This is an optimization exercise on Yosys and OpenROAD, whose aim is small area, a short achievable clock period and few clock cycles, not a production implementation. Function was checked by simulation only, so behaviour that the tests miss may differ from the original. Power and IR drop assume default switching activity.

==> inputs of run a <==
// sh_real32
module sh_real32 (
    input  wire        clk,
    input  wire        rst,
    input  wire        in_valid,
    output wire        in_ready,
    input  wire [3:0]  in_op,
    input  wire [3:0]  in_cond,
    input  wire [31:0] in_a,
    input  wire [31:0] in_b,
    input  wire [31:0] in_c,
    output reg         out_valid,
    output reg  [31:0] out_result,
    output reg         out_inv,
    output reg         out_dz
);
    localparam [3:0] OP_FADD = 4'h0, OP_FSUB = 4'h1, OP_FMUL = 4'h2,
                     OP_FDIV = 4'h3, OP_FSQRT = 4'h4, OP_FMIN = 4'h5,
                     OP_FMAX = 4'h6, OP_FABS = 4'h7, OP_FNEG = 4'h8,
                     OP_FCMP = 4'h9, OP_FTOI = 4'hA, OP_ITOF = 4'hB,
                     OP_FLIM = 4'hC, OP_FSCALE = 4'hD;
    localparam [31:0] QNAN = 32'h7FC0_0000;
    localparam [1:0] K_FIN = 2'd0, K_ADD = 2'd1, K_MUL = 2'd2, K_CVT = 2'd3;
    localparam integer ITER_N = 12;
    localparam integer DL_N = ITER_N - 2;
    integer i, j;
    reg        v1, it1;
    reg [3:0]  op_r, cond_r;
    reg [31:0] a_r, b_r, c_r;
    reg        a_e0, a_e1, a_f0, b_e0, b_e1, b_f0, c_e0, c_e1, c_f0;
    reg        rdy;
    wire       blocked = ~rdy;
    wire       blocked_nx;
    assign in_ready = rdy;
    wire in_a_sp = (in_a[30:23] == 8'h00) || (in_a[30:23] == 8'hFF);
    wire in_b_sp = (in_b[30:23] == 8'h00) || (in_b[30:23] == 8'hFF);
    wire it_in   = ((in_op == OP_FDIV) && !in_a_sp && !in_b_sp) ||
                   ((in_op == OP_FSQRT) && !in_a_sp && !in_a[31]);
    always @(posedge clk) begin
        if (!blocked) begin
            op_r   <= in_op;
            cond_r <= in_cond;
            a_r    <= in_a;
            b_r    <= in_b;
            c_r    <= in_c;
            it1    <= it_in;
            a_e0   <= (in_a[30:23] == 8'h00);
            a_e1   <= (in_a[30:23] == 8'hFF);
            a_f0   <= (in_a[22:0] == 23'd0);
  ...
==> flow/config.mk <==
export PLATFORM = sky130hd
export DESIGN_NAME = sh_real32
export DESIGN_NICKNAME = sh_real32
export VERILOG_FILES = /design/flow/design.v
export SDC_FILE = /design/flow/constraint.sdc
export NUM_CORES = 4
export LEC_CHECK = 0
export CAP_MARGIN = 20
export CORE_MARGIN = 2
export CORE_UTILIZATION = 65
export PLACE_DENSITY = 0.72
export SLEW_MARGIN = 20
==> flow/constraint.sdc <==
create_clock -name core_clock -period 18.0 [get_ports {clk}]
set_input_delay 3.6000 -clock core_clock [delete_from_list [all_inputs] [get_ports {clk}]]
set_output_delay 3.6000 -clock core_clock [all_outputs]
set_load 0.01 [all_outputs]
standard.sh (not shown) runs the stock make flow with config.mk's settings and CLKGATE_MAP_FILE= SYNTH_SCRIPT=/design/flow/synth_recipe.tcl, a recipe that flattens the netlist after the stock synthesis.
==> flow/flow/run.sh <==
#!/bin/bash
# Standard layout (the standard.sh: standard synthesis, floorplan, place,
# CTS, route, finish) with two changes to how it is made:
#  - timing repair aims at a setup margin, so that it also shortens paths
#    that already meet the clock period;
#  - the port buffers are buf_4 cells rather than the default delay buffers.
set -euo pipefail
export SETUP_SLACK_MARGIN=${MARGIN:-13}
export BUFFER_PORTS_ARGS="-buffer_cell sky130_fd_sc_hd__buf_4"
bash standard.sh > standard_make.log 2>&1
==> inputs of run b, as changes to run a <==
--- a/flow/design.v
+++ b/flow/design.v
@@ -382,38 +382,39 @@
     wire signed [9:0] dv_exp  = dv_pre ? dv_exp1 : dv_exp0;
     wire        sq_odd  = ~ea[0];
     wire signed [9:0] sq_exp = ((($signed({2'b00, ea}) - 10'sd127) - (sq_odd ? 10'sd1 : 10'sd0)) >>> 1)
                              + 10'sd127;
     wire [1:0]  sq_top  = sq_odd ? {1'b1, fa[22]} : 2'b01;
     wire [23:0] sq_rest = sq_odd ? {fa[21:0], 2'b00} : {fa, 1'b0};
     wire        u0_busy, u1_busy, u0_rnd, u1_rnd, u0_busy_nx, u1_busy_nx;
     wire is_sq   = (op_r == OP_FSQRT);
-    wire start0  = v1 && it1 && !u0_busy;
-    wire start1  = v1 && it1 && u0_busy && !u1_busy;
+    wire start1  = v1 && it1 && !is_sq && !u1_busy;
+    wire start0  = v1 && it1 && !u0_busy && (is_sq || u1_busy);
     wire s1_go   = v1 && !go_it && !blocked;
     wire v1_nx   = (in_valid & ~blocked) | blocked;
     wire it1_nx  = blocked ? it1 : it_in;
-    assign blocked_nx = v1_nx && it1_nx && u0_busy_nx && u1_busy_nx;
+    wire sq_nx   = blocked ? is_sq : (in_op == OP_FSQRT);
+    assign blocked_nx = v1_nx && it1_nx && u0_busy_nx && (sq_nx || u1_busy_nx);
     wire        st_sign = is_sq ? 1'b0 : s_xor;
     wire [9:0]  st_exp  = is_sq ? sq_exp : dv_exp;
     wire [25:0] st_rem  = is_sq ? {24'd0, sq_top - 2'b01} : {1'b0, dv_r1};
     wire [23:0] st_dr   = is_sq ? sq_rest : mb;
     wire [25:0] dv_3d   = {2'b00, mb} + {1'b0, mb, 1'b0};
     wire [25:0] st_t3   = is_sq ? 26'd4 : dv_3d;
     wire        u0_sign, u1_sign;
     wire [9:0]  u0_exp, u1_exp;
     wire [24:0] u0_q, u1_q;
     wire        u0_st, u1_st;
     fp_divsqrt_unit #(.ITER_N(ITER_N)) u_it0 (
         .clk(clk), .rst(rst), .start(start0), .sqrt(is_sq), .sign(st_sign),
         .exp(st_exp), .rem(st_rem), .dr(st_dr), .t3(st_t3), .busy(u0_busy), .rnd(u0_rnd), .busy_nx(u0_busy_nx),
         .q_sign(u0_sign), .q_exp(u0_exp), .q(u0_q), .q_st(u0_st)
     );
-    fp_divsqrt_unit #(.ITER_N(ITER_N)) u_it1 (
+    fp_divsqrt_unit #(.ITER_N(ITER_N), .SQRT(0)) u_it1 (
         .clk(clk), .rst(rst), .start(start1), .sqrt(is_sq), .sign(st_sign),
         .exp(st_exp), .rem(st_rem), .dr(st_dr), .t3(st_t3), .busy(u1_busy), .rnd(u1_rnd), .busy_nx(u1_busy_nx),
         .q_sign(u1_sign), .q_exp(u1_exp), .q(u1_q), .q_st(u1_st)
     );
     wire        ur_sign = u1_rnd ? u1_sign : u0_sign;
     wire [9:0]  ur_exp  = u1_rnd ? u1_exp : u0_exp;
     wire [24:0] ur_q    = u1_rnd ? u1_q : u0_q;
     wire        ur_st   = u1_rnd ? u1_st : u0_st;
@@ -529,17 +530,18 @@
             out_inv    <= 1'b0;
             out_dz     <= 1'b0;
         end else begin
             {out_inv, out_dz, out_result} <= dl_d[34*DL_N-1 -: 34];
         end
     end
 endmodule
 module fp_divsqrt_unit #(
-    parameter integer ITER_N = 12
+    parameter integer ITER_N = 12,
+    parameter integer SQRT   = 1       
 ) (
     input  wire        clk,
     input  wire        rst,
     input  wire        start,
     input  wire        sqrt,
     input  wire        sign,
     input  wire [9:0]  exp,
     input  wire [25:0] rem,
@@ -588,17 +590,17 @@
         else if (fin)
             act <= 1'b0;
         if (rst)
             rnd_r <= 1'b0;
         else
             rnd_r <= busy && (cnt == 4'd1);
         if (start) begin
             cnt     <= ITER_N[3:0];
-            is_sqrt <= sqrt;
+            is_sqrt <= (SQRT != 0) && sqrt;
             q_sign  <= sign;
             q_exp   <= exp;
         end else if (busy)
             cnt <= cnt - 4'd1;
         q  <= start ? 25'd1 : {q[22:0], dig};
         r  <= start ? rem : r_nx;
         d  <= start ? dr : (is_sqrt ? {d[19:0], 4'd0} : d);
         k3 <= start ? t3 : (is_sqrt ? k3_nx : k3);
==> flow/flow/run.sh (replaced) <==
#!/bin/bash
# Standard layout (the standard.sh: standard synthesis, floorplan, place,
# CTS, route, finish) with two changes to how it is made:
#  - timing repair aims at a setup margin, so that it also shortens paths
#    that already meet the clock period;
#  - the port buffers are buf_4 cells rather than the default delay buffers.
set -euo pipefail
export SETUP_SLACK_MARGIN=${MARGIN:-13.25}
export BUFFER_PORTS_ARGS="-buffer_cell sky130_fd_sc_hd__buf_4"
bash standard.sh > standard_make.log 2>&1
==> comparison table <==
quantity	run b	run a
Run status	did not finish	no timing/DRC/antenna violations
Failing step	5_1_grt	-
Synthesized-area fraction occupied by adder cells	0.2020	0.2022
Net count of the mapped netlist	10160	10250
#FFs+latches synth	1042	1044
Overall die width	354.8 µm	356.5 µm
Post-synthesis area per instance	8.830 µm²	8.839 µm²
Final weighted congestion of routability-driven global placement	1.103	1.091
Placement-stage cell area	82360 µm²	83230 µm²
Mux cell area share after synthesis	0.04526	0.05892
Number of enable-type register cells in the synthesized netlist	235	237
Fraction of synthesized cell area in xor and xnor cells	0.04534	0.05076
Sequential cell area fraction in the yosys report	0.2903	0.2882
Post-placement cell count	10500	10590
Most frequent cell after synthesis	inv_1	dfxtp_1
Unique cell type count in the Yosys netlist	115	106
Testbench counts of run a, summed over its fixed seeds: cycles 34,516.
Testbench counts of run b, summed over its fixed seeds: cycles 35,122.

* * *

==> 11-12: inputs <==
Starting RTL as in the previous note.
Settings: LEC_CHECK=0, CAP_MARGIN=20, CORE_MARGIN=2, CORE_UTILIZATION=60, SLEW_MARGIN=20; clock period 18.0 ns.
==> flow/flow/run.sh <==
#!/bin/bash
# Standard layout (the standard.sh: standard synthesis, floorplan, place,
# CTS, route, finish) with two changes to how it is made:
#  - timing repair aims at a setup margin, so that it also shortens paths
#    that already meet the clock period;
#  - the port buffers are buf_4 cells rather than the default delay buffers.
set -euo pipefail
export SETUP_SLACK_MARGIN=${MARGIN:-13}
export BUFFER_PORTS_ARGS="-buffer_cell sky130_fd_sc_hd__buf_4"
bash standard.sh > standard_make.log 2>&1
==> 08-22 (differences from 11-12) <==
--- a/flow/design.v
+++ b/flow/design.v
@@ -382,38 +382,39 @@
     wire signed [9:0] dv_exp  = dv_pre ? dv_exp1 : dv_exp0;
     wire        sq_odd  = ~ea[0];
     wire signed [9:0] sq_exp = ((($signed({2'b00, ea}) - 10'sd127) - (sq_odd ? 10'sd1 : 10'sd0)) >>> 1)
                              + 10'sd127;
     wire [1:0]  sq_top  = sq_odd ? {1'b1, fa[22]} : 2'b01;
     wire [23:0] sq_rest = sq_odd ? {fa[21:0], 2'b00} : {fa, 1'b0};
     wire        u0_busy, u1_busy, u0_rnd, u1_rnd, u0_busy_nx, u1_busy_nx;
     wire is_sq   = (op_r == OP_FSQRT);
-    wire start0  = v1 && it1 && !u0_busy;
-    wire start1  = v1 && it1 && u0_busy && !u1_busy;
+    wire start1  = v1 && it1 && !is_sq && !u1_busy;
+    wire start0  = v1 && it1 && !u0_busy && (is_sq || u1_busy);
     wire s1_go   = v1 && !go_it && !blocked;
     wire v1_nx   = (in_valid & ~blocked) | blocked;
     wire it1_nx  = blocked ? it1 : it_in;
-    assign blocked_nx = v1_nx && it1_nx && u0_busy_nx && u1_busy_nx;
+    wire sq_nx   = blocked ? is_sq : (in_op == OP_FSQRT);
+    assign blocked_nx = v1_nx && it1_nx && u0_busy_nx && (sq_nx || u1_busy_nx);
     wire        st_sign = is_sq ? 1'b0 : s_xor;
     wire [9:0]  st_exp  = is_sq ? sq_exp : dv_exp;
     wire [25:0] st_rem  = is_sq ? {24'd0, sq_top - 2'b01} : {1'b0, dv_r1};
     wire [23:0] st_dr   = is_sq ? sq_rest : mb;
     wire [25:0] dv_3d   = {2'b00, mb} + {1'b0, mb, 1'b0};
     wire [25:0] st_t3   = is_sq ? 26'd4 : dv_3d;
     wire        u0_sign, u1_sign;
     wire [9:0]  u0_exp, u1_exp;
     wire [24:0] u0_q, u1_q;
     wire        u0_st, u1_st;
     fp_divsqrt_unit #(.ITER_N(ITER_N)) u_it0 (
         .clk(clk), .rst(rst), .start(start0), .sqrt(is_sq), .sign(st_sign),
         .exp(st_exp), .rem(st_rem), .dr(st_dr), .t3(st_t3), .busy(u0_busy), .rnd(u0_rnd), .busy_nx(u0_busy_nx),
         .q_sign(u0_sign), .q_exp(u0_exp), .q(u0_q), .q_st(u0_st)
     );
-    fp_divsqrt_unit #(.ITER_N(ITER_N)) u_it1 (
+    fp_divsqrt_unit #(.ITER_N(ITER_N), .SQRT(0)) u_it1 (
         .clk(clk), .rst(rst), .start(start1), .sqrt(is_sq), .sign(st_sign),
         .exp(st_exp), .rem(st_rem), .dr(st_dr), .t3(st_t3), .busy(u1_busy), .rnd(u1_rnd), .busy_nx(u1_busy_nx),
         .q_sign(u1_sign), .q_exp(u1_exp), .q(u1_q), .q_st(u1_st)
     );
     wire        ur_sign = u1_rnd ? u1_sign : u0_sign;
     wire [9:0]  ur_exp  = u1_rnd ? u1_exp : u0_exp;
     wire [24:0] ur_q    = u1_rnd ? u1_q : u0_q;
     wire        ur_st   = u1_rnd ? u1_st : u0_st;
@@ -529,17 +530,18 @@
             out_inv    <= 1'b0;
             out_dz     <= 1'b0;
         end else begin
             {out_inv, out_dz, out_result} <= dl_d[34*DL_N-1 -: 34];
         end
     end
 endmodule
 module fp_divsqrt_unit #(
-    parameter integer ITER_N = 12
+    parameter integer ITER_N = 12,
+    parameter integer SQRT   = 1       
 ) (
     input  wire        clk,
     input  wire        rst,
     input  wire        start,
     input  wire        sqrt,
     input  wire        sign,
     input  wire [9:0]  exp,
     input  wire [25:0] rem,
@@ -588,17 +590,17 @@
         else if (fin)
             act <= 1'b0;
         if (rst)
             rnd_r <= 1'b0;
         else
             rnd_r <= busy && (cnt == 4'd1);
         if (start) begin
             cnt     <= ITER_N[3:0];
-            is_sqrt <= sqrt;
+            is_sqrt <= (SQRT != 0) && sqrt;
             q_sign  <= sign;
             q_exp   <= exp;
         end else if (busy)
             cnt <= cnt - 4'd1;
         q  <= start ? 25'd1 : {q[22:0], dig};
         r  <= start ? rem : r_nx;
         d  <= start ? dr : (is_sqrt ? {d[19:0], 4'd0} : d);
         k3 <= start ? t3 : (is_sqrt ? k3_nx : k3);
==> comparison table <==
	08-22	11-12
Outcome	complete, no violations	complete, no violations
Post-synthesis register bit count	1042	1044
Crit path to	in_ready	w2[28]
FF-to-FF End	ms2[17]	w2[28]
Placed cell count	10630	10710
Count of clock buffers in the final design	133	139
Cell Int Power	7282 µW	7697 µW
Clock latency on the worst-skew pair	800 ps	810 ps
Routed length per instance	28.51 µm	29.89 µm
Synthesized netlist net count	10160	10250
Normalized max-slew margin	8.616%	13.66%
Ratio of cells with drive above 1 in the final layout	8.903%	11.99%
Area Growth Syn to Fin	9.775%	12.86%
Worst setup skew after layout	80.79 ps	99.03 ps
Number of sinks handled by clock tree synthesis	1042	1044
Non-filler cells, final	10900	11140
Most used standard cell by instance count after synthesis	sky130_fd_sc_hd__inv_1	sky130_fd_sc_hd__dfxtp_1
Worst Hold Path EP	dl_d[71]	dl_d[134]
Highest clock rate	0.2019 GHz	0.1973 GHz
Commonest non-fill, non-tap cell in the layout	sky130_fd_sc_hd__inv_1	sky130_fd_sc_hd__dfxtp_1
Data arrival, critical path	1350 ps	5690 ps
Total CTS buffers	109	108
Fraction of area in multi-input gates	59.67%	59.25%
Count of filler cells inserted in the layout	10560	10210
Die span in y	369.1 µm	370.9 µm
Testbench counts of 11-12, summed over its fixed seeds: cycles 34,516.
Testbench counts of 08-22, summed over its fixed seeds: cycles 35,122.

-- what the ideal ports hide --
In the flow no input, the clock included, has a driving cell. The finished layouts below were timed again as built, in two steps. Step 1: set_driving_cell puts a clkbuf_16 on clk and a buf_2 on each other input, an assumption about the parent block. Step 2, shift: input delay + t, output delay - t, t = (earliest + latest rising clock arrival at the registers) / 2. This alone moves slack from input paths to output paths. a / b / c = ideal ports / drivers / drivers and shift; a / b = the first two.
run	t (ns)	setup slack, ns	worst setup path after step 2	clock arrival spread, ns
run a	0.875	13.009 / 12.961 / 12.741	input to register	0.064 / 0.063
11-12	0.853	12.930 / 12.930 / 12.595	input to register	0.101 / 0.101
08-22	0.858	13.048 / 12.957 / 12.217	input to register	0.090 / 0.091
After both steps setup and hold are still met in every run listed. For 08-22, which loses most, drivers alone change the setup slack by -0.091 ns; drivers and shift together by -0.831 ns.
